What follows belongs to an exercise in optimizing a design on an open flow for a short achievable clock period and few clock cycles per item; a production flow would make more cautious choices.
Only simulation tests tie the RTL to the original design; equivalence was not proved.
No activity file was given, so power comes from the tool's default toggle rates.

==> design.v <==
module galley_decoder (
    input  wire        clk,
    input  wire        rst,
    input  wire        start,
    input  wire [1:0]  exp_ratio,
    input  wire [12:0] exp_len,
    output wire        busy,
    input  wire        in_valid,
    input  wire [31:0] in_data,
    output wire        in_ready,
    output wire        wr_en,
    output wire [11:0] wr_addr,
    output wire [7:0]  wr_data,
    output wire        rd_en,
    output wire [11:0] rd_addr,
    input  wire [7:0]  rd_data,
    output reg         done,
    output reg         ok,
    output reg  [2:0]  fail_check,
    output reg  [12:0] len_out
);
    localparam LF = 6;                
    localparam F  = 1 << LF;
    localparam [2:0] P_IDLE  = 3'd0,
                     P_HDR0  = 3'd1,
                     P_HDR1  = 3'd2,
                     P_CHK   = 3'd3,
                     P_RUN   = 3'd4,
                     P_PAD   = 3'd5,
                     P_DRAIN = 3'd6,
                     P_FIN   = 3'd7;
    localparam [1:0] K_LITHEAD = 2'd0,    
                     K_LITBYTE = 2'd1,    
                     K_MATCH   = 2'd2,    
                     K_BAD     = 2'd3;    
    reg        busy_r;
    reg [2:0]  pstate;
    reg [1:0]  ratio;
    reg [12:0] elen;
    reg [9:0]  nw_m1;             
    assign busy = busy_r;
    wire accept = start && !busy_r;
    reg [9:0] nw_m1_in;
    always @(*) begin
        case (exp_ratio)
            2'd1:    nw_m1_in = 10'd511;
            2'd2:    nw_m1_in = 10'd767;
            default: nw_m1_in = 10'd895;
        endcase
    end
    wire st_hdr0  = (pstate == P_HDR0);
    wire st_hdr1  = (pstate == P_HDR1);
    wire st_chk   = (pstate == P_CHK);
    wire st_run   = (pstate == P_RUN);
    wire st_pad   = (pstate == P_PAD);
    wire st_drain = (pstate == P_DRAIN);
    reg        in_ready_r;
    reg        more;              
    reg [9:0]  wcnt;
    reg        ir_v;
    reg        ir_trl;
    reg        ir_zero;
    reg [31:0] ir_w;
    assign in_ready = in_ready_r;
    wire take_in = in_valid && in_ready_r;
    wire wlast   = (wcnt == nw_m1);
    reg [43:0]  fmem [0:F-1];
    reg [F-1:0] fwp, frp;         
    reg [LF:0]  fcnt;
    reg         f_ne;             
    reg [9:0]   zacc;
    wire fpush = ir_v && (!ir_zero || ir_trl);
    reg [43:0] fhead;
    integer fi;
    always @(*) begin
        fhead = 44'd0;
        for (fi = 0; fi < F; fi = fi + 1)
            fhead = fhead | (frp[fi] ? fmem[fi] : 44'd0);
    end
    reg        h_v;
    reg        h_trl;
    reg        h_zcnz;
    reg [9:0]  h_zc;
    reg [31:0] h_w;
    wire        h_wavail = h_v && (h_zcnz || !h_trl);
    wire [31:0] h_word   = h_zcnz ? 32'd0 : h_w;
    reg [7:0] q [0:7];
    reg [7:0] qv;
    reg [31:0] hw0, hw1;
    reg [12:0] len;
    reg        a_lit;             
    reg [6:0]  a_litcnt;          
    reg        a_stop;
    reg        b_v;
    reg [1:0]  b_kind;
    reg [7:0]  b_byte;
    reg [6:0]  b_l;
    reg [7:0]  b_size;            
    reg [8:0]  b_n;
    reg [11:0] b_dm1;
    reg        b_d1, b_d2;
    reg [23:0] b_raw;
    reg [2:0]  b_rawv;
    reg [11:0] b_rem;             
    reg [11:0] pout;              
    reg [12:0] rlen;              
    reg [6:0]  b_left;            
    reg [2:0]  fcode;
    reg        halt;              
    reg        pad_bad;
    reg [31:0] trl;
    reg [23:0] cmem [0:3];
    reg [1:0]  cwp, crp;
    reg [2:0]  ccnt;
    wire       c_full  = ccnt[2];
    wire       c_avail = (ccnt != 3'd0);
    wire [23:0] ch     = cmem[crp];
    reg        s_act;
    reg [11:0] s_src;
    reg [8:0]  s_left;
    reg        s_d1, s_d2;
    reg [11:0] s_out;
    reg        r_v, r_lit, r_d1, r_d2;
    reg [7:0]  r_byte;
    reg [11:0] r_wa;
    reg        rd_en_r;
    reg [11:0] rd_addr_r;
    reg        m_v, m_lit, m_d1, m_d2;
    reg [7:0]  m_byte;
    reg [11:0] m_wa;
    reg        w_v;
    reg [11:0] w_wa;
    reg [7:0]  w_d;
    reg [7:0]  lastb;             
    reg [7:0]  hist1;             
    reg [31:0] crc;
    assign wr_en   = w_v;
    assign wr_addr = w_wa;
    assign wr_data = w_d;
    assign rd_en   = rd_en_r;
    assign rd_addr = rd_addr_r;
    wire eng_idle = !c_avail && !s_act && !r_v && !m_v && !w_v;
    function [31:0] crc32c_byte;
        input [31:0] c;
        input [7:0]  d;
        integer k;
        reg [31:0] x;
        begin
            x = c ^ {24'd0, d};
            for (k = 0; k < 8; k = k + 1)
                x = x[0] ? ((x >> 1) ^ 32'h82F63B78) : (x >> 1);
            crc32c_byte = x;
        end
    endfunction
    wire [7:0]  h0 = hw0[7:0];
    wire [7:0]  h1 = hw0[15:8];
    wire [7:0]  h2 = hw0[23:16];
    wire [7:0]  h3 = hw0[31:24];
    wire [7:0]  h4 = hw1[7:0];
    wire [7:0]  h5 = hw1[15:8];
    wire [15:0] hlen = hw1[31:16];
    wire chk1 = (h0 == 8'h59) && (h1 == 8'h47) && (h2 == 8'h01) && (h5 == 8'h00);
    wire chk2 = (h3 == {6'd0, ratio});
    wire chk3 = ((elen == 13'd0) || (hlen == {3'd0, elen})) &&
                (hlen >= 16'd1) && (hlen <= 16'd4096) &&
                (h4[0] == (hlen < 16'd4096)) && (h4[7:1] == 7'd0);
    reg [11:0] rem0;
    always @(*) begin
        case (ratio)
            2'd1:    rem0 = 12'd2036;
            2'd2:    rem0 = 12'd3060;
            default: rem0 = 12'd3572;
        endcase
    end
    wire rlen_z  = (rlen == 13'd0);
    wire b_end   = rlen_z && (b_left == 7'd0);    
    wire b_stall = b_v && c_full;
    wire [7:0]  q0 = q[0];
    wire [7:0]  q1 = q[1];
    wire [7:0]  q2 = q[2];
    wire        t_lit  = !q0[7];
    wire        t_long = (q0[7:4] == 4'hF);
    wire [11:0] dm1    = {q0[3:0], q1};
    wire [8:0]  m_n    = t_long ? ({1'b0, q2} + 9'd10) : ({6'd0, q0[6:4]} + 9'd3);
    wire a_en    = st_run && !a_stop && !b_stall && !b_end;
    wire a_tok   = a_en && !a_lit;
    wire a_lb    = a_en && a_lit && qv[0];
    wire no_more = h_v && h_trl && !h_zcnz;
    wire a_have  = qv[0] && (t_long ? qv[2] : qv[1]);
    wire a_bad   = a_tok && no_more && !a_have;
    wire a_tokgo = a_tok && a_have;
    wire a_item  = a_tokgo || a_lb || a_bad;
    wire qc3 = a_tokgo && t_long;
    wire qc2 = a_tokgo && !t_long;
    wire qc1 = a_lb;
    wire qload = (st_chk || st_run) && !qv[4] && h_wavail;
    reg [7:0]  vq [0:11];
    reg [11:0] vv;
    integer a, b;
    always @(*) begin
        for (a = 0; a < 12; a = a + 1) begin
            vq[a] = (a < 8) ? q[a % 8] : 8'd0;
            if (a < 8)
                vv[a] = qv[a] || (qload && (a < 4 || qv[(a + 4) % 8]));
            else
                vv[a] = qload && qv[(a + 4) % 8];
            for (b = 0; b < 5; b = b + 1) begin
                if (a >= b && a < b + 4 && (b == 0 ? !qv[0] : (qv[(b + 7) % 8] && (b == 8 || !qv[b % 8]))))
                    vq[a] = h_word[8*((a - b) % 4) +: 8];
            end
        end
    end
    wire b_go  = b_v && !b_end && !c_full;
    wire b_pad = b_v && b_end;
    wire b_lit_fail = (b_rem < {4'd0, b_size}) || ({4'd0, b_n} > rlen);
    wire b_m_fail   = (b_dm1 >= pout) || ({4'd0, b_n} > rlen);
    wire b_fail = b_go && ((b_kind == K_LITHEAD) ? b_lit_fail :
                           (b_kind == K_MATCH)   ? b_m_fail :
                           (b_kind == K_BAD));
    wire b_adv  = b_go && ((b_kind == K_LITHEAD) || (b_kind == K_MATCH));
    wire b_rawbad = (b_rawv[0] && b_raw[7:0]   != 8'd0) ||
                    (b_rawv[1] && b_raw[15:8]  != 8'd0) ||
                    (b_rawv[2] && b_raw[23:16] != 8'd0);
    wire        cpush = b_go && (b_kind != K_BAD);
    wire [23:0] cdata = (b_kind == K_MATCH) ? {1'b1, b_d1, b_d2, b_n, pout + ~b_dm1} :
                                              {3'b000, 9'd0, 4'd0, b_byte};
    wire hdr_take = (st_hdr0 || st_hdr1) && h_wavail;
    wire w_take   = qload || hdr_take;
    wire skip_st  = st_pad || st_drain;
    wire h_pop    = (w_take && !h_zcnz) || (skip_st && h_v);
    wire fpop     = f_ne && (!h_v || h_pop);
    wire c_pop  = !s_act && c_avail && !halt;
    wire s_emit = (s_act || c_avail) && !halt;
    reg qbad;
    integer j;
    always @(*) begin
        qbad = 1'b0;
        for (j = 0; j < 8; j = j + 1)
            if (qv[j] && q[j] != 8'd0)
                qbad = 1'b1;
    end
    wire       fin_now = (pstate == P_FIN) && eng_idle;
    wire [2:0] res_fc  = (fcode != 3'd0) ? fcode :
                         pad_bad         ? 3'd5 :
                         (trl != ~crc)   ? 3'd6 : 3'd0;
    wire [7:0] w_sel = m_lit ? m_byte : m_d1 ? lastb : m_d2 ? hist1 : rd_data;
    always @(posedge clk) begin
        busy_r     <= !rst && (accept || (busy_r && !fin_now));
        in_ready_r <= !rst && (accept || (busy_r && more && !(take_in && wlast))) &&
                      (fcnt <= F - 3);
        done       <= !rst && fin_now;
        ok         <= (res_fc == 3'd0);
        fail_check <= res_fc;
        len_out    <= (res_fc == 3'd0) ? len : 13'd0;
        w_v        <= !rst && m_v;
        w_wa       <= m_wa;
        w_d        <= w_sel;
        rd_en_r    <= !rst && !halt && (s_act || (c_avail && ch[23]));
        rd_addr_r  <= s_act ? s_src : ch[11:0];
    end
    integer k;
    always @(posedge clk) begin
        if (rst) begin
            pstate     <= P_IDLE;
            more       <= 1'b0;
            ir_v       <= 1'b0;
            fcnt       <= 0;
            f_ne       <= 1'b0;
            fwp        <= {{(F-1){1'b0}}, 1'b1};
            frp        <= {{(F-1){1'b0}}, 1'b1};
            zacc       <= 10'd0;
            h_v        <= 1'b0;
            qv         <= 8'd0;
            b_v        <= 1'b0;
            ccnt       <= 3'd0;
            cwp        <= 2'd0;
            crp        <= 2'd0;
            halt       <= 1'b0;
            s_act      <= 1'b0;
            r_v        <= 1'b0;
            m_v        <= 1'b0;
        end else begin
            ir_v <= take_in;
            if (take_in) begin
                ir_w    <= in_data;
                ir_zero <= (in_data == 32'd0);
                ir_trl  <= wlast;
                wcnt    <= wcnt + 10'd1;
                if (wlast)
                    more <= 1'b0;
            end
            if (ir_v) begin
                if (fpush) begin
                    zacc <= 10'd0;
                    fwp  <= {fwp[F-2:0], fwp[F-1]};
                end else begin
                    zacc <= zacc + 10'd1;
                end
            end
            for (fi = 0; fi < F; fi = fi + 1)
                if (fpush && fwp[fi])
                    fmem[fi] <= {ir_trl, (zacc != 10'd0), zacc, ir_w};
            if (fpush && !fpop) begin
                fcnt <= fcnt + 1'b1;
                f_ne <= 1'b1;
            end else if (!fpush && fpop) begin
                fcnt <= fcnt - 1'b1;
                f_ne <= (fcnt != 1);
            end
            if (fpop) begin
                {h_trl, h_zcnz, h_zc, h_w} <= fhead;
                frp <= {frp[F-2:0], frp[F-1]};
                h_v <= 1'b1;
            end else if (h_pop) begin
                h_v <= 1'b0;
            end else if (w_take && h_zcnz) begin
                h_zc   <= h_zc - 10'd1;
                h_zcnz <= (h_zc != 10'd1);
            end
            for (k = 0; k < 8; k = k + 1) begin
                q[k]  <= qc3 ? vq[k + 3] : qc2 ? vq[k + 2] : qc1 ? vq[k + 1] : vq[k];
                qv[k] <= qc3 ? vv[k + 3] : qc2 ? vv[k + 2] : qc1 ? vv[k + 1] : vv[k];
            end
            if (a_tokgo && t_lit) begin
                a_lit    <= (q0[6:0] != 7'd0);
                a_litcnt <= q0[6:0];
            end
            if (a_lb) begin
                a_litcnt <= a_litcnt - 7'd1;
                if (a_litcnt == 7'd1)
                    a_lit <= 1'b0;
            end
            if (a_bad)
                a_stop <= 1'b1;
            if (!b_stall) begin
                b_v    <= a_item;
                b_kind <= a_lb ? K_LITBYTE : a_bad ? K_BAD : t_lit ? K_LITHEAD : K_MATCH;
                b_byte <= a_lb ? q0 : q1;
                b_l    <= q0[6:0];
                b_size <= t_lit ? ({1'b0, q0[6:0]} + 8'd2) : t_long ? 8'd3 : 8'd2;
                b_n    <= t_lit ? ({2'd0, q0[6:0]} + 9'd1) : m_n;
                b_dm1  <= dm1;
                b_d1   <= (dm1 == 12'd0);
                b_d2   <= (dm1 == 12'd1);
                b_raw  <= {q2, q1, q0};
                b_rawv <= {qc3, qc3 | qc2, qc3 | qc2 | qc1};
            end
            if (b_adv) begin
                b_rem <= b_rem - {4'd0, b_size};
                pout <= pout + {3'd0, b_n};
                rlen <= rlen - {4'd0, b_n};
            end
            if (b_go && b_kind == K_LITHEAD)
                b_left <= b_l;
            if (b_go && b_kind == K_LITBYTE)
                b_left <= b_left - 7'd1;
            if (cpush) begin
                cmem[cwp] <= cdata;
                cwp <= cwp + 2'd1;
            end
            if (c_pop)
                crp <= crp + 2'd1;
            if (cpush && !c_pop)
                ccnt <= ccnt + 3'd1;
            else if (!cpush && c_pop)
                ccnt <= ccnt - 3'd1;
            case (pstate)
                P_IDLE: begin
                    if (start) begin
                        ratio      <= exp_ratio;
                        elen       <= exp_len;
                        nw_m1      <= nw_m1_in;
                        wcnt       <= 10'd0;
                        more       <= 1'b1;
                        qv         <= 8'd0;
                        fcode      <= 3'd0;
                        halt       <= 1'b0;
                        pad_bad    <= 1'b0;
                        s_out      <= 12'd0;
                        crc        <= 32'hFFFFFFFF;
                        pstate     <= P_HDR0;
                    end
                end
                P_HDR0: if (h_wavail) begin
                    hw0    <= h_word;
                    pstate <= P_HDR1;
                end
                P_HDR1: if (h_wavail) begin
                    hw1    <= h_word;
                    pstate <= P_CHK;
                end
                P_CHK: begin
                    b_rem  <= rem0;
                    a_lit  <= 1'b0;
                    a_stop <= 1'b0;
                    b_v    <= 1'b0;
                    b_left <= 7'd0;
                    rlen   <= hlen[12:0];
                    len    <= hlen[12:0];
                    pout   <= 12'd0;
                    if (!chk1) begin
                        fcode  <= 3'd1;
                        pstate <= P_DRAIN;
                    end else if (!chk2) begin
                        fcode  <= 3'd2;
                        pstate <= P_DRAIN;
                    end else if (!chk3) begin
                        fcode  <= 3'd3;
                        pstate <= P_DRAIN;
                    end else begin
                        pstate <= P_RUN;
                    end
                end
                P_RUN: begin
                    if (b_end) begin
                        if (b_pad && b_rawbad)
                            pad_bad <= 1'b1;
                        pstate <= P_PAD;
                    end else if (b_fail) begin
                        fcode  <= 3'd4;
                        halt   <= 1'b1;
                        pstate <= P_DRAIN;
                    end
                end
                P_PAD: begin
                    qv   <= 8'd0;
                    b_v  <= 1'b0;
                    if (qbad)
                        pad_bad <= 1'b1;
                    if (h_v) begin
                        if (h_trl) begin
                            trl    <= h_w;
                            pstate <= P_FIN;
                        end else begin
                            pad_bad <= 1'b1;
                        end
                    end
                end
                P_DRAIN: begin
                    qv   <= 8'd0;
                    b_v  <= 1'b0;
                    ccnt <= 3'd0;
                    crp  <= cwp;
                    if (h_v && h_trl)
                        pstate <= P_FIN;
                end
                P_FIN: begin
                    if (eng_idle)
                        pstate <= P_IDLE;
                end
                default: pstate <= P_IDLE;
            endcase
            r_v <= s_emit;
            if (halt) begin
                s_act <= 1'b0;
            end else if (s_act) begin
                r_lit     <= 1'b0;
                r_d1      <= s_d1;
                r_d2      <= s_d2;
                r_wa      <= s_out;
                s_src     <= s_src + 12'd1;
                s_left    <= s_left - 9'd1;
                s_act     <= (s_left != 9'd1);
                s_out     <= s_out + 12'd1;
            end else if (c_avail) begin
                r_lit     <= !ch[23];
                r_d1      <= ch[22];
                r_d2      <= ch[21];
                r_byte    <= ch[7:0];
                r_wa      <= s_out;
                s_src     <= ch[11:0] + 12'd1;
                s_left    <= ch[20:12] - 9'd1;
                s_d1      <= ch[22];
                s_d2      <= ch[21];
                s_act     <= ch[23];
                s_out     <= s_out + 12'd1;
            end
            m_v    <= r_v;
            m_lit  <= r_lit;
            m_d1   <= r_d1;
            m_d2   <= r_d2;
            m_byte <= r_byte;
            m_wa   <= r_wa;
            if (m_v) begin
                hist1 <= lastb;
                lastb <= w_sel;
            end
            if (w_v)
                crc <= crc32c_byte(crc, w_d);
        end
    end
endmodule
==> run.sh <==
#!/bin/bash
# synth_recipe.tcl (not shown) runs the flow's synth.tcl, then flattens the netlist and writes it again
# the make line also repeats each setting of config.mk as NAME=value (left out here)
make -C /OpenROAD-flow-scripts/flow DESIGN_CONFIG=/design/flow/config.mk WORK_HOME=/design/flow/orfs CLKGATE_MAP_FILE= SYNTH_SCRIPT=/design/flow/synth_recipe.tcl finish
==> config.mk <==
export PLATFORM = sky130hd
export DESIGN_NAME = galley_decoder
export DESIGN_NICKNAME = galley_decoder
export VERILOG_FILES = /design/flow/design.v
export SDC_FILE = /design/flow/constraint.sdc
export NUM_CORES = 4
export LEC_CHECK = 0
export CAP_MARGIN = 20
export CORE_MARGIN = 2
export CORE_UTILIZATION = 40
export PLACE_DENSITY = 0.6
export SETUP_SLACK_MARGIN = 5
export SLEW_MARGIN = 20
export TNS_END_PERCENT = 100
==> constraint.sdc <==
create_clock -name core_clock -period 8.0 [get_ports {clk}]
set_input_delay 1.6000 -clock core_clock [delete_from_list [all_inputs] [get_ports {clk}]]
set_output_delay 1.6000 -clock core_clock [all_outputs]
set_load 0.01 [all_outputs]
==> results of run 1 <==
[metal layers]
metal	wire (um)	part of all wire	vias to the layer above
met5	338	0.00058	-
met4	48940	0.084	48
met3	103500	0.18	2532
met2	242900	0.41	10210
met1	189900	0.32	46930
li1	-	-	34200
[worst min-delay path by stage]
stage / start / end / slack [ns] / cells after the start
global placement: m_wa[6] / w_wa[6] / 0.33 / 0
floorplan: m_wa[0] / w_wa[0] / 0.32 / 0
finish: m_wa[2] / w_wa[2] / 0.34 / 0
CTS: m_wa[2] / w_wa[2] / 0.34 / 0
global route: m_wa[6] / w_wa[6] / 0.35 / 0
detailed placement: m_wa[2] / w_wa[2] / 0.33 / 0
[Yosys cell counts (60+ instances only)]
cell type     n
a21oi_1     183
xor2_1      108
mux2i_1      64
o21ai_0     118
a211oi_1     61
nand4_1     225
buf_1       138
and3_1       83
a22oi_1     154
clkbuf_1    349
xnor2_1     122
nor4_1       60
dfxtp_1     228
nand2_1     422
nor2_1      244
inv_1       116
a21o_1       73
a221oi_1    637
a22o_1      636
edfxtp_1   3433
ha_1         82
[stage by stage]
| stage | area [um^2] | setup WS (ns) | std cells | total power, mW |
|---|---|---|---|---|
| after floorplan | 138100 | 4.527 | 8094 | 23.94 |
| after global placement | 145100 | 2.934 | 12510 | 25.07 |
| after detailed placement | 145300 | 2.881 | 12520 | 25.11 |
| after CTS | 159900 | 4.963 | 13320 | 42.35 |
| after global routing | 160900 | 4.911 | 13380 | 43.38 |
| final | 161000 | 4.759 | 13420 | 42.46 |
[logic make-up after synthesis]
logic type,count (synthesis),synth area share
AOI/OAI and AO/OA,2063,0.1190
xor gates and xnor gates,233,0.01510
adders and majority gates,87,0.008186
buffers and inverters,627,0.01731
DFF,3661,0.7825
muxes,102,0.009732
and+or+nand+nor,1321,0.04815
[placed cells by master, fill, tap and decap left out, types with 73 or more instances in the layout]
cell type	instances
xnor2_1	121
a21oi_1	179
ha_1	79
o21ai_0	115
nand2_1	421
dfxtp_4	83
a22o_1	636
nand4_1	225
a22oi_1	154
a221oi_1	585
xor2_1	108
dfxtp_1	132
buf_4	266
a21o_1	73
inv_1	114
nor2_1	232
clkbuf_16	382
edfxtp_1	3433
[layout make-up]
type                    count  share of cell area
diodes                     46           0.0007149
clock buffers             447             0.06123
clock inverters           218             0.01384
inverters                 122            0.003225
multi-input cells        3841              0.1803
flip-flops and latches   3661              0.6706
well taps                4557             0.03541
repair buffers            526             0.03446
repair inverters            3           0.0001632
[state kept, by name (all words and copies together), names as in the netlist, 13 cells and up, named ones only]
| register | cells |
|---|---|
| ir_w | 32 |
| trl | 32 |
| fwp | 64 |
| crc | 32 |
| rlen | 13 |
| hw1 | 32 |
| cmem | 96 |
| h_w | 32 |
| elen | 13 |
| len | 13 |
| q | 64 |
| hw0 | 32 |
| fmem | 2816 |
| frp | 64 |
| len_out | 13 |
[power breakdown]
part | switching [mW] | total (mW) | internal [mW]
clock | 7.50 | 17.6 | 10.1
sequential | 0.376 | 21.7 | 21.3
combinational | 1.99 | 3.16 | 1.17
total | 9.87 | 42.5 | 32.6
[timing repair]
| item | in CTS | in global routing |
|---|---|---|
| cloned | 41 | 6 |
| hold buffers | 0 | 0 |
| buffers inserted | 92 | 50 |
| resized for setup | 533 | 81 |
| pin swaps | 64 | 27 |
| endpoints found under the setup margin | 3249 | 367 |
==> results.json, run 1 <==
{
  "status": "no timing/DRC/antenna violations",
  "skew_ns": 0.1212,
  "grt_use_total": 0.3243,
  "path_cells": "buf_4, a221oi_1, nand4_1, or4_1",
  "critPathLaunch": "frp[27]",
  "cp.arrival_ns": 3.84,
  "grt_max_degree": 79,
  "synth.area.top_cells": "edfxtp_1, a221oi_1, a22o_1, dfxtp_1, nand2_1",
  "synth_fp_nets": 8240,
  "hpwl_mm": 314.2,
  "startpoint_type": "register",
  "gp_congestion": 0.9268,
  "cap_violations": 0,
  "seqCellArea_um2": 108000,
  "end_kind": "register",
  "crit_cells": 4,
  "postRouteAntennaNets": 0,
  "route.detailed.drc": 0,
  "boundaryPins": 113,
  "synth_ff_type": "edfxtp_1",
  "async_flop_share": 0,
  "busiest_layer": "met2",
  "cp_max_fo": 15,
  "yosysSeqAreaShare": 0.7825,
  "reg2reg_slack_ns": 4.76,
  "multi_input_area_um2": 29030,
  "numCtsBuffers": 364,
  "r2r-start": "frp[27]",
  "power.density_nw_per_um2": 263.7,
  "drt-total-wl_mm": 585.6,
  "yosysTopAreaCell": "edfxtp_1",
  "overflow": 0,
  "grtUsageMet2": 0.4656,
  "peakVddDrop_mv": 0.2415,
  "worstSetupEndpoint": "h_w[25]",
  "dr.pass1.iters": 8,
  "avgSynthCellArea_um2": 17.00,
  "tightestPinTransition_ns": 1.320,
  "worstPathBufferInverterCount": 1,
  "synth_warnings": 13,
  "required_ns": 8.60,
  "fillers": 28750,
  "grt_util_met3": 0.1424,
  "hold_class": "reg -> reg",
  "synth-seq-cells": 3661,
  "drive_above_1_share": 0.1607,
  "crit_family": "compound AO/OA/AOI/OAI gates",
  "wl_per_cell_um": 43.63,
  "post-route-util": 0.4698,
  "max_slew_margin": 0.1200,
  "post-route-period-util": 0.4052,
  "fp.dieH_um": 590.5,
  "drt_iter0_drc": 19760,
  "worstSkewPairLatency_ns": 0.97,
  "initial_core_util": 0.4014,
  "die-area_um2": 348600,
  "vias": 93910,
  "ctsHtreeMaxLevel": 5,
  "clkTransAtPathRegs_ns": 0.06,
  "die_width_um": 590.5,
  "cts.sinks": 3661,
  "syn-instance-count": 8094,
  "tns_ns": 0,
  "hold_slack_ns": 0.3410,
  "synth_cell_types": 81,
  "setup_viol": 0,
  "synth_edf_count": 3433,
  "rsz0062_at_grt": "yes",
  "antenna_found_initial": 56,
  "fmaxAchievable_mhz": 308.5,
  "grt_pass1_vias": 84640,
  "r2r_end": "h_w[25]",
  "yosysTopAreaCellShare": 0.7494,
  "critPathKind": "reg -> reg",
  "grt_pass1_wl_mm": 762.3,
  "use_met1": 0.3983,
  "r2r_cells": 4,
  "cts_max_path_buffers": 4,
  "drt-vias-per-instance": 6.997,
  "slowest_stage": "a221oi_1",
  "numPortBuffers": 112,
  "cellLeakagePower_nw": 53.15,
  "clock-root-buffer": "clkbuf_16",
  "synthesis.area_um2": 137600,
  "max_stage_delay_ns": 1.04,
  "core_area_um2": 342700,
  "hold_viol_final": 0,
  "drv_slew": 0,
  "fp-row-count": 215,
  "cts_tree": "built",
  "fin_crit_ns": 3.241,
  "syn2layout_area_growth_pct": 17.04,
  "num-nets-final": 8665
}
Testbench counts, summed over its fixed seeds: cycles 276,470, galleys 72.
==> run 2: changes to the inputs <==
--- a/design.v
+++ b/design.v
@@ -23,10 +23,10 @@
     localparam F  = 1 << LF;
-    localparam [2:0] P_IDLE  = 3'd0,
-                     P_HDR0  = 3'd1,
-                     P_HDR1  = 3'd2,
-                     P_CHK   = 3'd3,
-                     P_RUN   = 3'd4,
-                     P_PAD   = 3'd5,
-                     P_DRAIN = 3'd6,
-                     P_FIN   = 3'd7;
+    localparam [7:0] P_IDLE  = 8'b00000001,
+                     P_HDR0  = 8'b00000010,
+                     P_HDR1  = 8'b00000100,
+                     P_CHK   = 8'b00001000,
+                     P_RUN   = 8'b00010000,
+                     P_PAD   = 8'b00100000,
+                     P_DRAIN = 8'b01000000,
+                     P_FIN   = 8'b10000000;
     localparam [1:0] K_LITHEAD = 2'd0,    
@@ -36,3 +36,3 @@
     reg        busy_r;
-    reg [2:0]  pstate;
+    reg [7:0]  pstate;
     reg [1:0]  ratio;
@@ -41,3 +41,3 @@
     assign busy = busy_r;
-    wire accept = start && !busy_r;
+    wire accept = start && pstate[0];     
     reg [9:0] nw_m1_in;
@@ -50,8 +50,10 @@
     end
-    wire st_hdr0  = (pstate == P_HDR0);
-    wire st_hdr1  = (pstate == P_HDR1);
-    wire st_chk   = (pstate == P_CHK);
-    wire st_run   = (pstate == P_RUN);
-    wire st_pad   = (pstate == P_PAD);
-    wire st_drain = (pstate == P_DRAIN);
+    wire st_idle  = pstate[0];
+    wire st_hdr0  = pstate[1];
+    wire st_hdr1  = pstate[2];
+    wire st_chk   = pstate[3];
+    wire st_run   = pstate[4];
+    wire st_pad   = pstate[5];
+    wire st_drain = pstate[6];
+    wire st_fin   = pstate[7];
     reg        in_ready_r;
@@ -64,17 +66,16 @@
     assign in_ready = in_ready_r;
-    wire take_in = in_valid && in_ready_r;
+    reg        rdy;               
+    wire take_in = in_valid && rdy;
     wire wlast   = (wcnt == nw_m1);
-    reg [43:0]  fmem [0:F-1];
-    reg [F-1:0] fwp, frp;         
-    reg [LF:0]  fcnt;
-    reg         f_ne;             
-    reg [9:0]   zacc;
+    reg [33:0]  fmem [0:F-1];
+    reg [F-1:0] ft;               
+    wire        f_ne = ft[0];
+    reg [9:0]   zacc;             
+    reg [9:0]   zmem [0:3];
+    reg [1:0]   zwp, zrp;
+    reg [2:0]   zcnt;
     wire fpush = ir_v && (!ir_zero || ir_trl);
-    reg [43:0] fhead;
+    wire [33:0] fhead = fmem[0];
     integer fi;
-    always @(*) begin
-        fhead = 44'd0;
-        for (fi = 0; fi < F; fi = fi + 1)
-            fhead = fhead | (frp[fi] ? fmem[fi] : 44'd0);
-    end
+    wire zpush = fpush && (zacc != 10'd0);
     reg        h_v;
@@ -141,3 +142,3 @@
     assign rd_addr = rd_addr_r;
-    wire eng_idle = !c_avail && !s_act && !r_v && !m_v && !w_v;
+    wire eng_idle = !c_avail && !s_act && !r_v && !m_v;
     function [31:0] crc32c_byte;
@@ -241,3 +242,3 @@
     end
-    wire       fin_now = (pstate == P_FIN) && eng_idle;
+    wire       fin_now = st_fin && eng_idle;
     wire [2:0] res_fc  = (fcode != 3'd0) ? fcode :
@@ -249,3 +250,5 @@
         in_ready_r <= !rst && (accept || (busy_r && more && !(take_in && wlast))) &&
-                      (fcnt <= F - 3);
+                      !ft[F-3] && (zcnt <= 3'd1);
+        rdy        <= !rst && (accept || (!pstate[0] && more && !(take_in && wlast))) &&
+                      !ft[F-3] && (zcnt <= 3'd1);
         done       <= !rst && fin_now;
@@ -266,7 +269,7 @@
             ir_v       <= 1'b0;
-            fcnt       <= 0;
-            f_ne       <= 1'b0;
-            fwp        <= {{(F-1){1'b0}}, 1'b1};
-            frp        <= {{(F-1){1'b0}}, 1'b1};
+            ft         <= {F{1'b0}};
             zacc       <= 10'd0;
+            zcnt       <= 3'd0;
+            zwp        <= 2'd0;
+            zrp        <= 2'd0;
             h_v        <= 1'b0;
@@ -282,7 +285,7 @@
         end else begin
-            ir_v <= take_in;
+            ir_v    <= take_in;
+            ir_w    <= in_data;
+            ir_zero <= (in_data == 32'd0);
+            ir_trl  <= wlast;
             if (take_in) begin
-                ir_w    <= in_data;
-                ir_zero <= (in_data == 32'd0);
-                ir_trl  <= wlast;
                 wcnt    <= wcnt + 10'd1;
@@ -294,3 +297,2 @@
                     zacc <= 10'd0;
-                    fwp  <= {fwp[F-2:0], fwp[F-1]};
                 end else begin
@@ -299,15 +301,29 @@
             end
-            for (fi = 0; fi < F; fi = fi + 1)
-                if (fpush && fwp[fi])
-                    fmem[fi] <= {ir_trl, (zacc != 10'd0), zacc, ir_w};
-            if (fpush && !fpop) begin
-                fcnt <= fcnt + 1'b1;
-                f_ne <= 1'b1;
-            end else if (!fpush && fpop) begin
-                fcnt <= fcnt - 1'b1;
-                f_ne <= (fcnt != 1);
+            for (fi = 0; fi < F; fi = fi + 1) begin
+                if (fpop) begin
+                    if (fpush && ft[fi] && (fi == F - 1 || !ft[(fi + 1) % F]))
+                        fmem[fi] <= {ir_trl, (zacc != 10'd0), ir_w};
+                    else if (fi < F - 1)
+                        fmem[fi] <= fmem[(fi + 1) % F];
+                end else if (fpush && !ft[fi] && (fi == 0 || ft[(fi + F - 1) % F])) begin
+                    fmem[fi] <= {ir_trl, (zacc != 10'd0), ir_w};
+                end
             end
+            if (zpush) begin
+                zmem[zwp] <= zacc;
+                zwp <= zwp + 2'd1;
+            end
+            if (zpush && !(fpop && fhead[32]))
+                zcnt <= zcnt + 3'd1;
+            else if (!zpush && fpop && fhead[32])
+                zcnt <= zcnt - 3'd1;
+            if (fpush && !fpop)
+                ft <= {ft[F-2:0], 1'b1};
+            else if (!fpush && fpop)
+                ft <= {1'b0, ft[F-1:1]};
             if (fpop) begin
-                {h_trl, h_zcnz, h_zc, h_w} <= fhead;
-                frp <= {frp[F-2:0], frp[F-1]};
+                {h_trl, h_zcnz, h_w} <= fhead;
+                h_zc <= zmem[zrp];
+                if (fhead[32])
+                    zrp <= zrp + 2'd1;
                 h_v <= 1'b1;
@@ -366,4 +382,3 @@
                 ccnt <= ccnt - 3'd1;
-            case (pstate)
-                P_IDLE: begin
+                if (st_idle) begin
                     if (start) begin
@@ -383,3 +398,3 @@
                 end
-                P_HDR0: if (h_wavail) begin
+                if (st_hdr0) if (h_wavail) begin
                     hw0    <= h_word;
@@ -387,3 +402,3 @@
                 end
-                P_HDR1: if (h_wavail) begin
+                if (st_hdr1) if (h_wavail) begin
                     hw1    <= h_word;
@@ -391,3 +406,3 @@
                 end
-                P_CHK: begin
+                if (st_chk) begin
                     b_rem  <= rem0;
@@ -413,3 +428,3 @@
                 end
-                P_RUN: begin
+                if (st_run) begin
                     if (b_end) begin
@@ -424,3 +439,3 @@
                 end
-                P_PAD: begin
+                if (st_pad) begin
                     qv   <= 8'd0;
@@ -438,3 +453,3 @@
                 end
-                P_DRAIN: begin
+                if (st_drain) begin
                     qv   <= 8'd0;
@@ -446,3 +461,3 @@
                 end
-                P_FIN: begin
+                if (st_fin) begin
                     if (eng_idle)
@@ -450,4 +465,2 @@
                 end
-                default: pstate <= P_IDLE;
-            endcase
             r_v <= s_emit;
@@ -487,4 +500,4 @@
             end
-            if (w_v)
-                crc <= crc32c_byte(crc, w_d);
+            if (m_v)
+                crc <= crc32c_byte(crc, w_sel);
         end
==> run 2 against run 1 <==
Global-route usage fell by 13 points. Critical path type unchanged. Cell area down 4.4%. Register-to-register slack better by 0.22 ns. Synthesized cell count up 3.1%. Combinational power rose to 2.9 times the previous value. Core utilization up 0.13 points. Sequential power decreased by 9%. Power increased by 1.9%. Setup slack improved by 0.22 ns.
==> results.json, run 2 <==
{
  "tns_ns": 0,
  "synth.area.top_cells": "edfxtp_1, mux2_2, dfxtp_1, nor2_1, a21oi_1",
  "cellLeakagePower_nw": 51.11,
  "synth_edf_count": 2833,
  "critPathLaunch": "pstate[3]",
  "syn2layout_area_growth_pct": 17.39,
  "setup_viol": 0,
  "die_width_um": 576.7,
  "status": "no timing/DRC/antenna violations",
  "fillers": 27630,
  "combPwrFrac": 0.210,
  "r2r_cells": 12,
  "core_area_um2": 326900,
  "yosysTopAreaCell": "edfxtp_1",
  "drive_above_1_share": 0.3709,
  "wl_per_cell_um": 25.63,
  "hold_class": "reg -> reg",
  "num-nets-final": 8839,
  "layout_common_cells": "edfxtp_1, mux2_2, nor2_1",
  "synthTopCellsByCount": "edfxtp_1, mux2_2, nor2_1",
  "synth.area.mux_share": 0.1937,
  "clkTransAtPathRegs_ns": 0.07,
  "drv_slew": 0,
  "dr.pass1.iters": 5,
  "yosysTopAreaCellShare": 0.6485,
  "cts.sinks": 3004,
  "synth_fp_nets": 8490,
  "postRouteAntennaNets": 0,
  "r2r-start": "pstate[3]",
  "cts_max_path_buffers": 4,
  "ctsHtreeMaxLevel": 5,
  "grt_pass1_wl_mm": 492.3,
  "seqPwrFrac": 0.457,
  "synth_warnings": 13,
  "regMostFlops": "fmem",
  "reg2reg_slack_ns": 4.98,
  "critPathKind": "reg -> reg",
  "cap_violations": 0,
  "end_kind": "register",
  "yosys.area_share.xor_xnor": 0.01710,
  "fin_crit_ns": 3.021,
  "syn-instance-count": 8342,
  "overflow": 0,
  "boundaryPins": 113,
  "fp.dieH_um": 576.7,
  "tightestPinTransition_ns": 1.048,
  "final_common_cell": "edfxtp_1",
  "numCtsBuffers": 320,
  "peakVddDrop_mv": 0.1801,
  "gp_congestion": 0.8679,
  "clkPwrFrac": 0.333,
  "synthSimpleGateAreaFrac": 0.04712,
  "initial_core_util": 0.4013,
  "place_inst": 12350,
  "switchingPower_mw": 11.52,
  "cts_hold_buf": 0,
  "antenna_found_initial": 10,
  "power.density_nw_per_um2": 281.0,
  "drt_iter0_drc": 6724,
  "drt-vias-per-instance": 5.499,
  "synthesis.area_um2": 131200,
  "vias": 73040,
  "cp_max_fo": 15,
  "r2r_end": "fmem[31][10]",
  "final_cells": 13280,
  "numPortBuffers": 112,
  "synthAdderAreaFrac": 0.008775,
  "drt-total-wl_mm": 340.4,
  "cp.arrival_ns": 3.66,
  "hpwl_mm": 194.5,
  "skew_ns": 0.04975,
  "fmaxAchievable_mhz": 331.0,
  "startpoint_type": "register",
  "route.detailed.drc": 0,
  "p_int_mw": 31.75,
  "rsz0062_at_grt": "yes",
  "worstSkewPairLatency_ns": 0.88,
  "synth_ff_type": "edfxtp_1",
  "yosysMostFrequentCell": "edfxtp_1",
  "avgSynthCellArea_um2": 15.73,
  "synth_compound_area_frac": 0.03205,
  "grt_pass1_vias": 73910,
  "p_total_mw": 43.27,
  "synth_top_family_by_area": "multiplexers",
  "post-route-period-util": 0.3776,
  "p_sw_frac": 0.2663,
  "max_slew_margin": 0.3016,
  "largest_reg_flops": 2176,
  "reg.largest.list": "fmem (2176), cmem (96)",
  "required_ns": 8.64,
  "cts_tree": "built",
  "synth-seq-cells": 3004,
  "synth_cell_types": 98,
  "worstSetupEndpoint": "fmem[31][10]",
  "die-area_um2": 332600,
  "async_flop_share": 0,
  "grt_use_total": 0.1952,
  "hold_viol_final": 0,
  "hold_slack_ns": 0.3344,
  "clock-root-buffer": "clkbuf_16",
  "fp-row-count": 210,
  "yosysSeqAreaShare": 0.6746,
  "grt_max_degree": 89
}
[run 2: cell count changes in the layout (fill, tap and decap cells not counted), moves of 66 or more]
| cell | change |
|---|---|
| a21oi_1 | +121 |
| a21oi_4 | +86 |
| a221oi_1 | -584 |
| a22o_1 | -636 |
| a22oi_1 | -150 |
| and3_4 | -66 |
| dfxtp_4 | -81 |
| edfxtp_1 | -600 |
| mux2_1 | +87 |
| mux2_2 | +1992 |
| nand2_1 | -126 |
| nand2_8 | +78 |
| nand4_1 | -198 |
| nor2_1 | +265 |
[run 2: routing by layer]
metal	vias to the layer above	track usage	wire length (um)
met5	-	0	0
met4	0	0.07029	13010
met3	592	0.02412	18640
met2	2387	0.3299	166600
met1	37790	0.2585	142200
li1	32270	-	-
[run 2: kinds of logic (layout without fill, tap and decap cells)]
family	after synthesis	after routing
multiplexers	2233	2233
AND/OR/NAND/NOR	1297	1359
XOR/XNOR	229	229
other	0	4
buffers and inverters	757	1260
AO/OA/AOI/OAI	733	759
flip-flops	3004	3004
adder cells (fa/ha/maj)	89	89
[run 2: what timing repair did]
action,CTS,global route
setup buffers,183,63
gates resized for setup,471,114
pin swaps,138,98
setup endpoints to repair,4773,2646
cloned,68,47
[run 2: how the worst min path moves through the flow]
| stage | endpoint | slack (ns) | cells after the start | from |
|---|---|---|---|---|
| floorplan | w_wa[0] | 0.32 | 0 | m_wa[0] |
| global placement | w_wa[7] | 0.33 | 0 | m_wa[7] |
| detailed placement | w_wa[6] | 0.33 | 0 | m_wa[6] |
| CTS | w_wa[9] | 0.34 | 0 | m_wa[9] |
| global route | w_wa[6] | 0.35 | 0 | m_wa[6] |
| finish | w_wa[9] | 0.33 | 0 | m_wa[9] |
[run 2: power groups by stage]
stage                     clock, mW  combinational [mW]  sequential (mW)
after floorplan                   0                5.88             19.9
after global placement            0                7.51             20.1
after detailed placement          0                7.77             20.1
after CTS                      14.7                8.67             19.8
after global routing           15.2                9.69             19.9
final                          14.4                9.09             19.8
[run 2: layout make-up]
type,count,area (um^2),share of cell area
multi-input cells,4669,42520,0.2761
clock buffers,413,8647,0.05615
repair buffers,565,7046,0.04575
diodes,4,10.01,0.00006500
inverters,131,513.0,0.003331
flip-flops and latches,3004,88510,0.5747
clock inverters,151,1326,0.008612
well taps,4346,5438,0.03531
[run 2: through the flow]
| stage | utilization | cell area, um^2 | setup WS (ns) |
|---|---|---|---|
| floorplan | - | 132300 | 4.605 |
| global placement | 0.4185 | 136800 | 3.327 |
| detailed placement | 0.4218 | 137900 | 3.273 |
| CTS | 0.4646 | 151900 | 4.931 |
| global route | 0.4711 | 154000 | 4.910 |
| finish | 0.4712 | 154000 | 4.979 |
[run 2: critical path, cell delays in order (launching register included)]
cell and delay, ns:
dfxtp_4 0.35, buf_12 0.16, o21ba_1 0.21, o311ai_2 0.25, o211ai_1 0.17, and2_4 0.25
buf_12 0.16, buf_16 0.16, buf_16 0.18, buf_16 0.19, buf_12 0.16, nand2_4 0.11
mux2_2 0.35
Testbench counts of run 2, summed over its fixed seeds: cycles 276,405, galleys 72.
==> run 3: changes to the inputs <==
--- a/design.v
+++ b/design.v
@@ -21,3 +21,3 @@
 );
-    localparam LF = 6;                
+    localparam LF = 5;                
     localparam F  = 1 << LF;
==> run 3 against run 2 <==
First-iteration DRC count fell by 29%. Sequential share of layout area fell by 1.0 points. Power fell by 36%. Global-route usage fell by 0.51 points. Hold slack improved by 0.0065 ns. Flip-flop and latch count fell by 1120. Die area fell by 36%. Routed wire length fell by 40%. Combinational power fell by 37%. Setup slack improved by 0.0053 ns. Critical path depth fell by 3.
==> results.json, run 3 <==
{
  "status": "no timing/DRC/antenna violations",
  "tns_ns": 0,
  "synth.area.top_cells": "edfxtp_1, mux2_2, dfxtp_1, nor2_1, xnor2_1",
  "die-area_um2": 211700,
  "postRouteAntennaNets": 0,
  "syn2layout_area_growth_pct": 17.54,
  "reg.largest.list": "fmem (1088), cmem (96), q (64)",
  "critPathKind": "reg -> reg",
  "yosysMostFrequentCell": "edfxtp_1",
  "route.detailed.drc": 0,
  "cts_hold_buf": 0,
  "fmaxAchievable_mhz": 331.6,
  "cts_max_path_buffers": 3,
  "drt_iter0_drc": 4743,
  "numCtsBuffers": 196,
  "synth_ff_type": "edfxtp_1",
  "synthTopCellsByCount": "edfxtp_1, mux2_2, nor2_1",
  "grt_pass1_vias": 47910,
  "tightestPinTransition_ns": 1.154,
  "avgSynthCellArea_um2": 14.94,
  "boundaryPins": 113,
  "drt-total-wl_mm": 205.1,
  "num-nets-final": 5993,
  "post-route-period-util": 0.3770,
  "synth-seq-cells": 1884,
  "wl_per_cell_um": 23.52,
  "final_common_cell": "edfxtp_1",
  "peakVddDrop_mv": 0.2603,
  "multi_input_area_um2": 27740,
  "p_total_mw": 27.55,
  "r2r_cells": 9,
  "hold_slack_ns": 0.3409,
  "drv_slew": 0,
  "gp_congestion": 0.8759,
  "synth_edf_count": 1745,
  "power.density_nw_per_um2": 281.6,
  "fin_crit_ns": 3.016,
  "fillers": 17690,
  "max_slew_margin": 0.2304,
  "yosysSeqAreaShare": 0.6631,
  "min_path_cells": 0,
  "clock-root-buffer": "clkbuf_16",
  "dr.pass1.iters": 6,
  "fp-row-count": 167,
  "layout_common_cells": "edfxtp_1, mux2_2, nor2_1",
  "overflow": 0,
  "worstHoldStart": "m_wa[4]",
  "setup_viol": 0,
  "die_width_um": 460.1,
  "syn-instance-count": 5572,
  "async_flop_share": 0,
  "synthesis.area_um2": 83220,
  "clkTransAtPathRegs_ns": 0.06,
  "r2r-start": "h_zcnz",
  "startpoint_type": "register",
  "cp_max_fo": 10,
  "grt_use_total": 0.1901,
  "cap_violations": 0,
  "yosysTopAreaCell": "edfxtp_1",
  "synth_cell_types": 91,
  "yosysTopAreaCellShare": 0.6297,
  "whs_endpoint": "w_wa[4]",
  "synth_fp_nets": 5720,
  "r2r_end": "q[1][1]",
  "vias": 47290,
  "largest_reg_flops": 1088,
  "end_kind": "register",
  "hold_class": "reg -> reg",
  "drive_above_1_share": 0.3222,
  "reg2reg_slack_ns": 4.98,
  "required_ns": 8.66,
  "worstSkewPairLatency_ns": 0.84,
  "hold_viol_final": 0,
  "hpwl_mm": 123.1,
  "skew_ns": 0.04390,
  "antenna_found_initial": 12,
  "grt_max_degree": 148,
  "cts_tree": "built",
  "numPortBuffers": 112,
  "cp.arrival_ns": 3.68,
  "core_area_um2": 206900,
  "ctsHtreeMaxLevel": 4,
  "fp.dieH_um": 460.1,
  "seqCellArea_um2": 55200,
  "grt_pass1_wl_mm": 305.8,
  "rsz0062_at_grt": "yes",
  "cellLeakagePower_nw": 33.12,
  "drt-vias-per-instance": 5.423,
  "pre_cts_slack_ns": 3.461,
  "fin_ws_ns": 4.984,
  "initial_core_util": 0.4023,
  "cts.sinks": 1884,
  "regMostFlops": "fmem",
  "synth_warnings": 13
}
-- run 3: changes by cell type after synthesis, sizes merged, moves of 31 or more --
| cell | before | now |
|---|---|---|
| nand3b | 61 | 30 |
| nor2 | 513 | 348 |
| dfxtp | 171 | 139 |
| buf | 303 | 140 |
| mux2 | 2095 | 1069 |
| clkbuf | 323 | 246 |
| edfxtp | 2833 | 1745 |
| o21ai | 176 | 140 |
| a21oi | 368 | 182 |
-- run 3: cell families (layout without fill, tap and decap cells) --
family / Yosys count / after routing / synth area share
flops: 1884 / 1884 / 0.6631
mux: 1212 / 1212 / 0.1671
simple gates: 1106 / 1117 / 0.06441
compound gates: 566 / 587 / 0.04219
buf+inv: 497 / 908 / 0.02491
xor+xnor: 218 / 218 / 0.02449
fa+ha+maj: 89 / 89 / 0.01383
other cells: 0 / 1 / 0
-- run 3: stage by stage --
stage / area (um^2) / cells / utilization
6_report: 97810 / 8720 / 0.4728
5_1_grt: 97810 / 8719 / 0.4728
4_1_cts: 96830 / 8645 / 0.4681
3_5_place_dp: 87590 / 8104 / 0.4234
3_3_place_gp: 87480 / 8099 / 0.4229
2_1_floorplan: 84080 / 5572 / -
-- run 3: how the worst max path moves through the flow --
| stage | from | endpoint | slack (ns) | cells past startpoint |
|---|---|---|---|---|
| floorplan | rd_data[6] | crc[2] | 4.54 | 7 |
| global placement | h_zcnz | fmem[8][10] | 3.55 | 9 |
| detailed placement | h_zcnz | fmem[8][5] | 3.46 | 9 |
| CTS | h_zcnz | fmem[24][20] | 4.91 | 9 |
| global route | qv[2] | q[0][5] | 4.90 | 4 |
| finish | h_zcnz | q[1][1] | 4.98 | 9 |
-- run 3: worst max-delay path, cell delays in order (launching register included) --
cell      delay, ns
edfxtp_1       0.43
buf_12         0.17
buf_12         0.13
nor2b_1        0.79
mux2i_1        0.17
a211o_1        0.33
a31oi_1        0.39
and2_1         0.19
a211oi_1       0.05
a31oi_1        0.17
-- run 3: layer usage --
metal  vias up  part of all wire  GRT usage
met3       321             0.049    0.02800
li1      21530                 -          -
met4         0             0.024    0.05030
met2      1291              0.49     0.3237
met1     24140              0.43     0.2534
met5         -                 0          0
-- run 3: cell type report --
type                    count  area share
flip-flops and latches   1884      0.5643
multi-input cells        3223      0.2836
clock buffers             250     0.05454
repair buffers            428     0.04539
well taps                2704     0.03459
clock inverters           118     0.01251
inverters                 111    0.004925
repair inverters            1   0.0001663
diodes                      1  0.00002558
-- run 3: power breakdown --
part	internal, mW	leakage, nW	switching (mW)
clock network	5.33	3.21	3.97
registers	12.1	17.1	0.396
logic	2.74	12.8	3.00
-- run 3: repair_timing --
action | 4_1_cts | 5_1_grt
pin swaps | 96 | 31
gates resized for setup | 371 | 72
cloned | 34 | 10
setup buffers | 139 | 63
endpoints found under the setup margin | 2387 | 1115
Testbench counts of run 3, summed over its fixed seeds: cycles 280,737, galleys 72.
==> run 4: changes to the inputs <==
--- a/design.v
+++ b/design.v
@@ -21,3 +21,3 @@
 );
-    localparam LF = 5;                
+    localparam LF = 6;                
     localparam F  = 1 << LF;
@@ -78,2 +78,4 @@
     wire [33:0] fhead = fmem[0];
+    reg [33:0] pf0, pf1;
+    reg [1:0]  pf_cnt;
     integer fi;
@@ -108,2 +110,4 @@
     reg [6:0]  b_left;            
+    reg        rz;                
+    reg        bl0;               
     reg [2:0]  fcode;
@@ -175,4 +179,3 @@
     end
-    wire rlen_z  = (rlen == 13'd0);
-    wire b_end   = rlen_z && (b_left == 7'd0);    
+    wire b_end   = rz && bl0;     
     wire b_stall = b_v && c_full;
@@ -231,3 +234,4 @@
     wire h_pop    = (w_take && !h_zcnz) || (skip_st && h_v);
-    wire fpop     = f_ne && (!h_v || h_pop);
+    wire fpop     = f_ne && (pf_cnt != 2'd2);
+    wire h_load   = (pf_cnt != 2'd0) && (!h_v || h_pop);
     wire c_pop  = !s_act && c_avail && !halt;
@@ -274,2 +278,3 @@
             zrp        <= 2'd0;
+            pf_cnt     <= 2'd0;
             h_v        <= 1'b0;
@@ -315,6 +320,23 @@
             end
-            if (zpush && !(fpop && fhead[32]))
+            if (zpush && !(h_load && pf0[32]))
                 zcnt <= zcnt + 3'd1;
-            else if (!zpush && fpop && fhead[32])
+            else if (!zpush && h_load && pf0[32])
                 zcnt <= zcnt - 3'd1;
+            if (fpop && !h_load) begin
+                if (pf_cnt == 2'd0)
+                    pf0 <= fhead;
+                else
+                    pf1 <= fhead;
+                pf_cnt <= pf_cnt + 2'd1;
+            end else if (!fpop && h_load) begin
+                pf0 <= pf1;
+                pf_cnt <= pf_cnt - 2'd1;
+            end else if (fpop && h_load) begin
+                if (pf_cnt == 2'd1) begin
+                    pf0 <= fhead;
+                end else begin
+                    pf0 <= pf1;
+                    pf1 <= fhead;
+                end
+            end
             if (fpush && !fpop)
@@ -323,6 +345,6 @@
                 ft <= {1'b0, ft[F-1:1]};
-            if (fpop) begin
-                {h_trl, h_zcnz, h_w} <= fhead;
+            if (h_load) begin
+                {h_trl, h_zcnz, h_w} <= pf0;
                 h_zc <= zmem[zrp];
-                if (fhead[32])
+                if (pf0[32])
                     zrp <= zrp + 2'd1;
@@ -364,2 +386,3 @@
             if (b_adv) begin
+                rz    <= (rlen == {4'd0, b_n});
                 b_rem <= b_rem - {4'd0, b_size};
@@ -368,6 +391,10 @@
             end
-            if (b_go && b_kind == K_LITHEAD)
+            if (b_go && b_kind == K_LITHEAD) begin
                 b_left <= b_l;
-            if (b_go && b_kind == K_LITBYTE)
+                bl0    <= (b_l == 7'd0);
+            end
+            if (b_go && b_kind == K_LITBYTE) begin
                 b_left <= b_left - 7'd1;
+                bl0    <= (b_left == 7'd1);
+            end
             if (cpush) begin
@@ -412,2 +439,4 @@
                     b_left <= 7'd0;
+                    bl0    <= 1'b1;
+                    rz     <= 1'b0;
                     rlen   <= hlen[12:0];
==> run 4 against run 3 <==
Non-clock buffer count down 1. Routed wire length up 55%. Register-to-register slack better by 0.096 ns. Sequential power up about 50%. Largest cell class unchanged.
==> results.json, run 4 <==
{
  "r2r_end": "cmem[2][10]",
  "synth_edf_count": 2903,
  "die_width_um": 583.1,
  "drt_iter0_drc": 6155,
  "startpoint_type": "input port",
  "async_flop_share": 0,
  "core_area_um2": 333700,
  "tightestPinTransition_ns": 1.117,
  "synthesis.area_um2": 134100,
  "combPwrFrac": 0.117,
  "fin_crit_ns": 3.060,
  "gp_congestion": 0.8319,
  "boundaryPins": 113,
  "yosysMostFrequentCell": "edfxtp_1",
  "drv_slew": 0,
  "cts.sinks": 3076,
  "grt_pass1_vias": 74040,
  "avgSynthCellArea_um2": 15.86,
  "p_total_mw": 37.83,
  "cp.arrival_ns": 3.68,
  "place_area_um2": 140800,
  "clkTransAtPathRegs_ns": 0.06,
  "post-route-util": 0.4581,
  "grt_pass1_wl_mm": 477.2,
  "synth.area.top_cells": "edfxtp_1, mux2_2, dfxtp_1, clkbuf_1, mux2i_1",
  "p_sw_frac": 0.2377,
  "seqPwrFrac": 0.494,
  "fillers": 28510,
  "yosysTopAreaCellShare": 0.6499,
  "antenna_found_initial": 19,
  "synth_fp_nets": 8611,
  "synthTopCellsByCount": "edfxtp_1, mux2_2, clkbuf_1",
  "worstHoldStart": "m_wa[11]",
  "p_int_mw": 28.84,
  "drive_above_1_share": 0.3695,
  "synth-seq-cells": 3076,
  "post-route-period-util": 0.3825,
  "fmaxAchievable_mhz": 326.8,
  "cts_max_path_buffers": 4,
  "final_common_cell": "edfxtp_1",
  "synth_cell_types": 85,
  "yosysTopAreaCell": "edfxtp_1",
  "required_ns": 8.62,
  "setup_viol": 0,
  "hold_viol_final": 0,
  "overflow": 0,
  "critPathKind": "in -> reg",
  "reg.largest.list": "fmem (2176), cmem (96)",
  "worstSkewPairLatency_ns": 0.88,
  "grt_use_total": 0.1836,
  "peakVddDrop_mv": 0.1938,
  "tns_ns": 0,
  "hold_slack_ns": 0.3425,
  "whs_endpoint": "w_wa[11]",
  "hold_class": "reg -> reg",
  "max_stage_delay_ns": 0.49,
  "pre_cts_slack_ns": 3.461,
  "ctsHtreeMaxLevel": 5,
  "cap_violations": 0,
  "num-nets-final": 8668,
  "max_slew_margin": 0.2540,
  "final_cells": 13150,
  "numPortBuffers": 112,
  "dr.pass1.iters": 6,
  "fp.dieH_um": 583.1,
  "largest_reg_flops": 2176,
  "cts_tree": "built",
  "postRouteAntennaNets": 0,
  "min_path_cells": 0,
  "wl_per_cell_um": 24.24,
  "fp-row-count": 212,
  "r2r_cells": 11,
  "vias": 70920,
  "status": "no timing/DRC/antenna violations",
  "reg2reg_slack_ns": 5.08,
  "cts_hold_buf": 0,
  "cpMostUsedCell": "mux2_4",
  "syn2layout_area_growth_pct": 13.96,
  "clkPwrFrac": 0.389,
  "place_inst": 12450,
  "end_kind": "register",
  "layout_common_cells": "edfxtp_1, mux2_2, nor2_1",
  "drt-vias-per-instance": 5.393,
  "syn-instance-count": 8457,
  "synth_warnings": 13,
  "r2r-start": "b_raw[8]",
  "path_cells": "buf_6, mux2_4, or4_4, o311ai_4, buf_4, buf_12, xor3_1, or2_4, mux2_4",
  "switchingPower_mw": 8.992,
  "hpwl_mm": 189.1,
  "rsz0062_at_grt": "yes",
  "numCtsBuffers": 326,
  "cellLeakagePower_nw": 49.24,
  "clock-root-buffer": "clkbuf_16",
  "route.detailed.drc": 0,
  "slowest_stage": "or4_4",
  "grt_max_degree": 96,
  "cp_max_fo": 4,
  "synth_ff_type": "edfxtp_1",
  "drt-total-wl_mm": 318.8,
  "regMostFlops": "fmem",
  "final_area_um2": 152900,
  "fin_ws_ns": 4.940,
  "power.density_nw_per_um2": 247.5,
  "yosysSeqAreaShare": 0.6757,
  "skew_ns": 0.05279,
  "initial_core_util": 0.4020,
  "die-area_um2": 340000
}
==> run 4: changes by cell type in the layout (fill, tap and decap cells not counted), sizes merged, moves of 34 or more <==
cell    delta
and2      +60
nor2      +72
edfxtp  +1158
clkbuf   +178
nand3b    +34
mux2i     +59
mux2    +1120
nand2     -70
a21oi     +78
dfxtp     +34
==> run 4: power groups by stage <==
stage                     sequential, mW  combinational (mW)  clock [mW]
after floorplan                     18.8                2.93           0
after global placement              19.0                3.98           0
after detailed placement            19.0                4.03           0
after CTS                           18.7                4.32        15.0
after global routing                18.7                4.81        15.6
final                               18.7                4.42        14.7
==> run 4: worst max-delay path: cells and delay by family <==
kind / cells / cell delay, ns
compound gates: 1 / 0.15
mux: 2 / 0.54
buf+inv: 3 / 0.38
xor+xnor: 1 / 0.23
simple gates: 2 / 0.77
==> run 4: worst max path at each step <==
| stage | from | to | slack (ns) | cells after the start |
|---|---|---|---|---|
| after detailed placement | start | in_ready_r | 3.46 | 5 |
| after global routing | rd_data[0] | crc[2] | 4.96 | 9 |
| after global placement | start | in_ready_r | 2.90 | 5 |
| after CTS | ir_zero | fmem[15][19] | 4.92 | 7 |
| after floorplan | rd_data[0] | crc[16] | 4.27 | 6 |
| final | rd_data[0] | crc[16] | 4.94 | 9 |
==> run 4: logic make-up (layout without fill, tap and decap cells) <==
group | Yosys count | after routing | synth area share
other | 0 | 4 | 0
adder cells (fa/ha/maj) | 95 | 95 | 0.009141
AO/OA/AOI/OAI | 625 | 640 | 0.02774
XOR/XNOR | 216 | 216 | 0.01537
AND/OR/NAND/NOR | 1211 | 1211 | 0.04435
flip-flops | 3076 | 3076 | 0.6757
multiplexers | 2391 | 2391 | 0.2021
buffers and inverters | 843 | 1131 | 0.02561
==> run 4: layout make-up <==
type                       count  area (um^2)  area share
sequential                  3076        90640      0.5930
multi-input combinational   4553        41730      0.2730
clock buffer                 429         8760     0.05730
tap                         4387         5489     0.03591
timing repair buffer         427         4234     0.02770
clock inverter               145         1445    0.009454
inverter                     129        543.0    0.003552
antenna                        4        10.01  0.00006548
timing repair inverter         1        5.005  0.00003274
==> run 4: what timing repair did <==
action,4_1_cts,5_1_grt
buffers inserted,75,24
gates cloned,18,1
endpoints found under the hold margin,0,0
pin swaps,49,17
resized for setup,337,53
setup endpoints to repair,4556,1464
==> run 4: routing by layer <==
metal,global-route usage,share of wire,vias up
met3,0.01914,0.040,543
met4,0.05455,0.029,0
met1,0.2331,0.42,36430
met2,0.3294,0.51,1762
li1,-,-,32190
met5,0,0,-
Testbench counts of run 4, summed over its fixed seeds: cycles 276,398, galleys 72.
==> run 5: changes to the inputs <==
--- a/design.v
+++ b/design.v
@@ -146,3 +146,4 @@
     assign rd_addr = rd_addr_r;
-    wire eng_idle = !c_avail && !s_act && !r_v && !m_v;
+    reg lv;                       
+    wire eng_idle = !c_avail && !s_act && !r_v && !m_v && !lv;
     function [31:0] crc32c_byte;
@@ -289,2 +290,3 @@
             m_v        <= 1'b0;
+            lv         <= 1'b0;
         end else begin
@@ -410,16 +412,15 @@
                 if (st_idle) begin
-                    if (start) begin
-                        ratio      <= exp_ratio;
-                        elen       <= exp_len;
-                        nw_m1      <= nw_m1_in;
-                        wcnt       <= 10'd0;
-                        more       <= 1'b1;
-                        qv         <= 8'd0;
-                        fcode      <= 3'd0;
-                        halt       <= 1'b0;
-                        pad_bad    <= 1'b0;
-                        s_out      <= 12'd0;
-                        crc        <= 32'hFFFFFFFF;
-                        pstate     <= P_HDR0;
-                    end
+                    ratio      <= exp_ratio;
+                    elen       <= exp_len;
+                    nw_m1      <= nw_m1_in;
+                    wcnt       <= 10'd0;
+                    more       <= 1'b1;
+                    qv         <= 8'd0;
+                    fcode      <= 3'd0;
+                    halt       <= 1'b0;
+                    pad_bad    <= 1'b0;
+                    s_out      <= 12'd0;
+                    crc        <= 32'hFFFFFFFF;
+                    if (start)
+                        pstate <= P_HDR0;
                 end
@@ -529,4 +530,5 @@
             end
-            if (m_v)
-                crc <= crc32c_byte(crc, w_sel);
+            lv <= m_v;
+            if (lv)
+                crc <= crc32c_byte(crc, lastb);
         end
==> run 5 against run 4 <==
First-iteration DRC count is 9.5% lower. Die area is 0.36% lower. Non-clock buffer count is 65 lower. Clock skew is 0.00063 ns higher. Register-to-register slack worse by 0.08 ns. Combinational power is 22% lower. Cell area is 0.47% lower. Synthesized area is 0.36% lower. Largest power group unchanged.
==> results.json, run 5 <==
{
  "die-area_um2": 338800,
  "synthTopCellsByCount": "edfxtp_1, mux2_2, nor2_1",
  "async_flop_share": 0,
  "drt-total-wl_mm": 323.0,
  "cp_max_fo": 34,
  "synth_ff_type": "edfxtp_1",
  "syn2layout_area_growth_pct": 13.83,
  "core_area_um2": 332900,
  "drt_iter0_drc": 5572,
  "fp-row-count": 212,
  "switchingPower_mw": 8.718,
  "vias": 70590,
  "post-route-util": 0.4570,
  "route.detailed.drc": 0,
  "synth-seq-cells": 3077,
  "grt_use_total": 0.1851,
  "power.density_nw_per_um2": 242.9,
  "fin_ws_ns": 5.004,
  "yosysTopAreaCell": "edfxtp_1",
  "synth_warnings": 13,
  "critPathKind": "reg -> reg",
  "layout_common_cells": "edfxtp_1, mux2_2, nor2_1",
  "critPathLaunch": "ir_trl",
  "numCtsBuffers": 328,
  "dr.pass1.iters": 6,
  "numPortBuffers": 112,
  "yosysTopAreaCellShare": 0.6523,
  "setup_viol": 0,
  "synth_edf_count": 2903,
  "cts.sinks": 3077,
  "synth_fp_nets": 8538,
  "combPwrFrac": 0.093,
  "hold_class": "reg -> reg",
  "die_width_um": 582.0,
  "cap_violations": 0,
  "hold_viol_final": 0,
  "tns_ns": 0,
  "p_sw_frac": 0.2359,
  "rsz0062_at_grt": "yes",
  "skew_ns": 0.05343,
  "gp_congestion": 0.8304,
  "wl_per_cell_um": 24.70,
  "end_kind": "register",
  "min_path_cells": 0,
  "clkPwrFrac": 0.401,
  "startpoint_type": "register",
  "place_area_um2": 140300,
  "regMostFlops": "fmem",
  "postRouteAntennaNets": 0,
  "antenna_found_initial": 24,
  "initial_core_util": 0.4015,
  "pre_cts_slack_ns": 3.679,
  "cellLeakagePower_nw": 48.76,
  "drv_slew": 0,
  "worstSetupEndpoint": "fmem[36][15]",
  "worstSkewPairLatency_ns": 0.94,
  "yosysMostFrequentCell": "edfxtp_1",
  "avgSynthCellArea_um2": 15.94,
  "synth_cell_types": 80,
  "overflow": 0,
  "reg.largest.list": "fmem (2176), cmem (96)",
  "drt-vias-per-instance": 5.397,
  "peakVddDrop_mv": 0.1845,
  "grt_pass1_vias": 74390,
  "cts_max_path_buffers": 4,
  "ctsHtreeMaxLevel": 5,
  "p_int_mw": 28.23,
  "boundaryPins": 113,
  "grt_max_degree": 140,
  "cp.arrival_ns": 3.65,
  "grt_pass1_wl_mm": 480.0,
  "required_ns": 8.66,
  "synthesis.area_um2": 133600,
  "hpwl_mm": 193.4,
  "reg2reg_slack_ns": 5.00,
  "synth.area.top_cells": "edfxtp_1, mux2_2, dfxtp_1, nor2_1, a21oi_1",
  "p_total_mw": 36.95,
  "max_slew_margin": 0.2241,
  "final_common_cell": "edfxtp_1",
  "clkTransAtPathRegs_ns": 0.06,
  "yosysSeqAreaShare": 0.6783,
  "drive_above_1_share": 0.3656,
  "largest_reg_flops": 2176,
  "seqPwrFrac": 0.505,
  "fin_crit_ns": 2.996,
  "post-route-period-util": 0.3745,
  "status": "no timing/DRC/antenna violations",
  "r2r_end": "fmem[36][15]",
  "tightestPinTransition_ns": 1.161,
  "r2r-start": "ir_trl",
  "final_area_um2": 152100,
  "r2r_cells": 8,
  "clock-root-buffer": "clkbuf_16",
  "fmaxAchievable_mhz": 333.8,
  "syn-instance-count": 8384,
  "cts_tree": "built",
  "fp.dieH_um": 582.0,
  "num-nets-final": 8568
}
run 5: power groups by stage:
stage / registers [mW] / clock network, mW / logic, mW
5_1_grt: 18.7 / 15.7 / 3.73
6_report: 18.7 / 14.8 / 3.44
4_1_cts: 18.7 / 15.1 / 3.45
2_1_floorplan: 18.8 / 0 / 2.33
3_5_place_dp: 19.0 / 0 / 3.41
3_3_place_gp: 19.0 / 0 / 3.34
run 5: area by class of cell:
type / instances / area, um^2
diodes: 4 / 10.01
clock buffers: 432 / 8825
clock inverters: 171 / 1551
fillers: 28230 / 180800
inverters: 132 / 516.7
multi-input cells: 4513 / 40900
flip-flops and latches: 3077 / 90680
well taps: 4387 / 5489
repair buffers: 362 / 4161
run 5: metrics by stage:
step | cells | hold slack (ns)
2_1_floorplan | 8384 | 0.3233
3_3_place_gp | 12360 | 0.3278
3_5_place_dp | 12390 | 0.3269
4_1_cts | 13050 | 0.3410
5_1_grt | 13080 | 0.3472
6_report | 13080 | 0.3398
run 5: repair_timing:
action | 4_1_cts | 5_1_grt
buffers inserted | 34 | 11
resized for setup | 306 | 46
endpoints found under the hold margin | 0 | 0
pin swaps | 27 | 10
setup endpoints to repair | 4555 | 869
hold buffers | 0 | 0
gates cloned | 23 | 8
run 5: routing by layer:
layer	wire length (um)	share of wire	vias up	global-route usage
met3	14580	0.045	613	0.02289
met4	9890	0.031	4	0.05780
li1	-	-	31920	-
met5	26	0.000080	-	0
met2	166500	0.52	1958	0.3321
met1	132000	0.41	36100	0.2316
run 5: critical path, cell delays in order, from the launching register on:
cell and delay, ns:
edfxtp_1 0.39, buf_12 0.29, o21ai_2 0.16, inv_6 0.28, buf_8 0.30, nand3b_1 0.38, and2_1 0.30, buf_4 0.25
mux2_2 0.33
run 5: kinds of logic (layout without fill, tap and decap cells):
group                    after synthesis  after routing  synth area share
flip-flops                          3077           3077            0.6783
multiplexers                        2350           2350            0.1997
AND/OR/NAND/NOR                     1160           1160           0.04196
buffers and inverters                817           1097           0.02560
AO/OA/AOI/OAI                        650            673           0.02837
XOR/XNOR                             235            235           0.01688
adder cells (fa/ha/maj)               95             95          0.009175
other                                  0              4                 0
run 5: worst min-delay path by stage:
stage | start | endpoint
global route | m_wa[9] | w_wa[9]
floorplan | m_wa[0] | w_wa[0]
global placement | m_wa[3] | w_wa[3]
detailed placement | m_wa[2] | w_wa[2]
finish | m_wa[9] | w_wa[9]
CTS | m_wa[7] | w_wa[7]
Testbench counts of run 5, summed over its fixed seeds: cycles 276,464, galleys 72.

==> re-timing with driven ports <==
How much do the figures lean on ideal ports? The routed layouts below were timed once more, with nothing changed but the port constraints.
Step 1 assumes that a clkbuf_16 drives the clock port and a buf_2 every other input.
Step 2 moves the port delays by t, midway between the first and last clock arrival at a register: inputs arrive t later, outputs are due t later. That takes back most of the time a late clock gives input paths.
a / b / c = no drivers / after step 1 / after step 2; a / b = the first two.
| run | t (ns) | setup WS [ns] | pins driven straight from the clock port |
|---|---|---|---|
| run 1 | 1.022 | 4.759 / 4.759 / 4.029 | 1 |
| run 2 | 0.974 | 4.979 / 4.935 / 4.127 | 1 |
| run 3 | 0.913 | 4.984 / 4.982 / 4.188 | 1 |
| run 4 | 0.952 | 4.940 / 4.969 / 4.054 | 1 |
| run 5 | 1.010 | 5.004 / 4.946 / 4.056 | 1 |
After both steps every run listed still meets setup and hold. The setup slack of run 5, which loses most, moves by -0.058 ns with the drivers and by -0.948 ns with both steps.
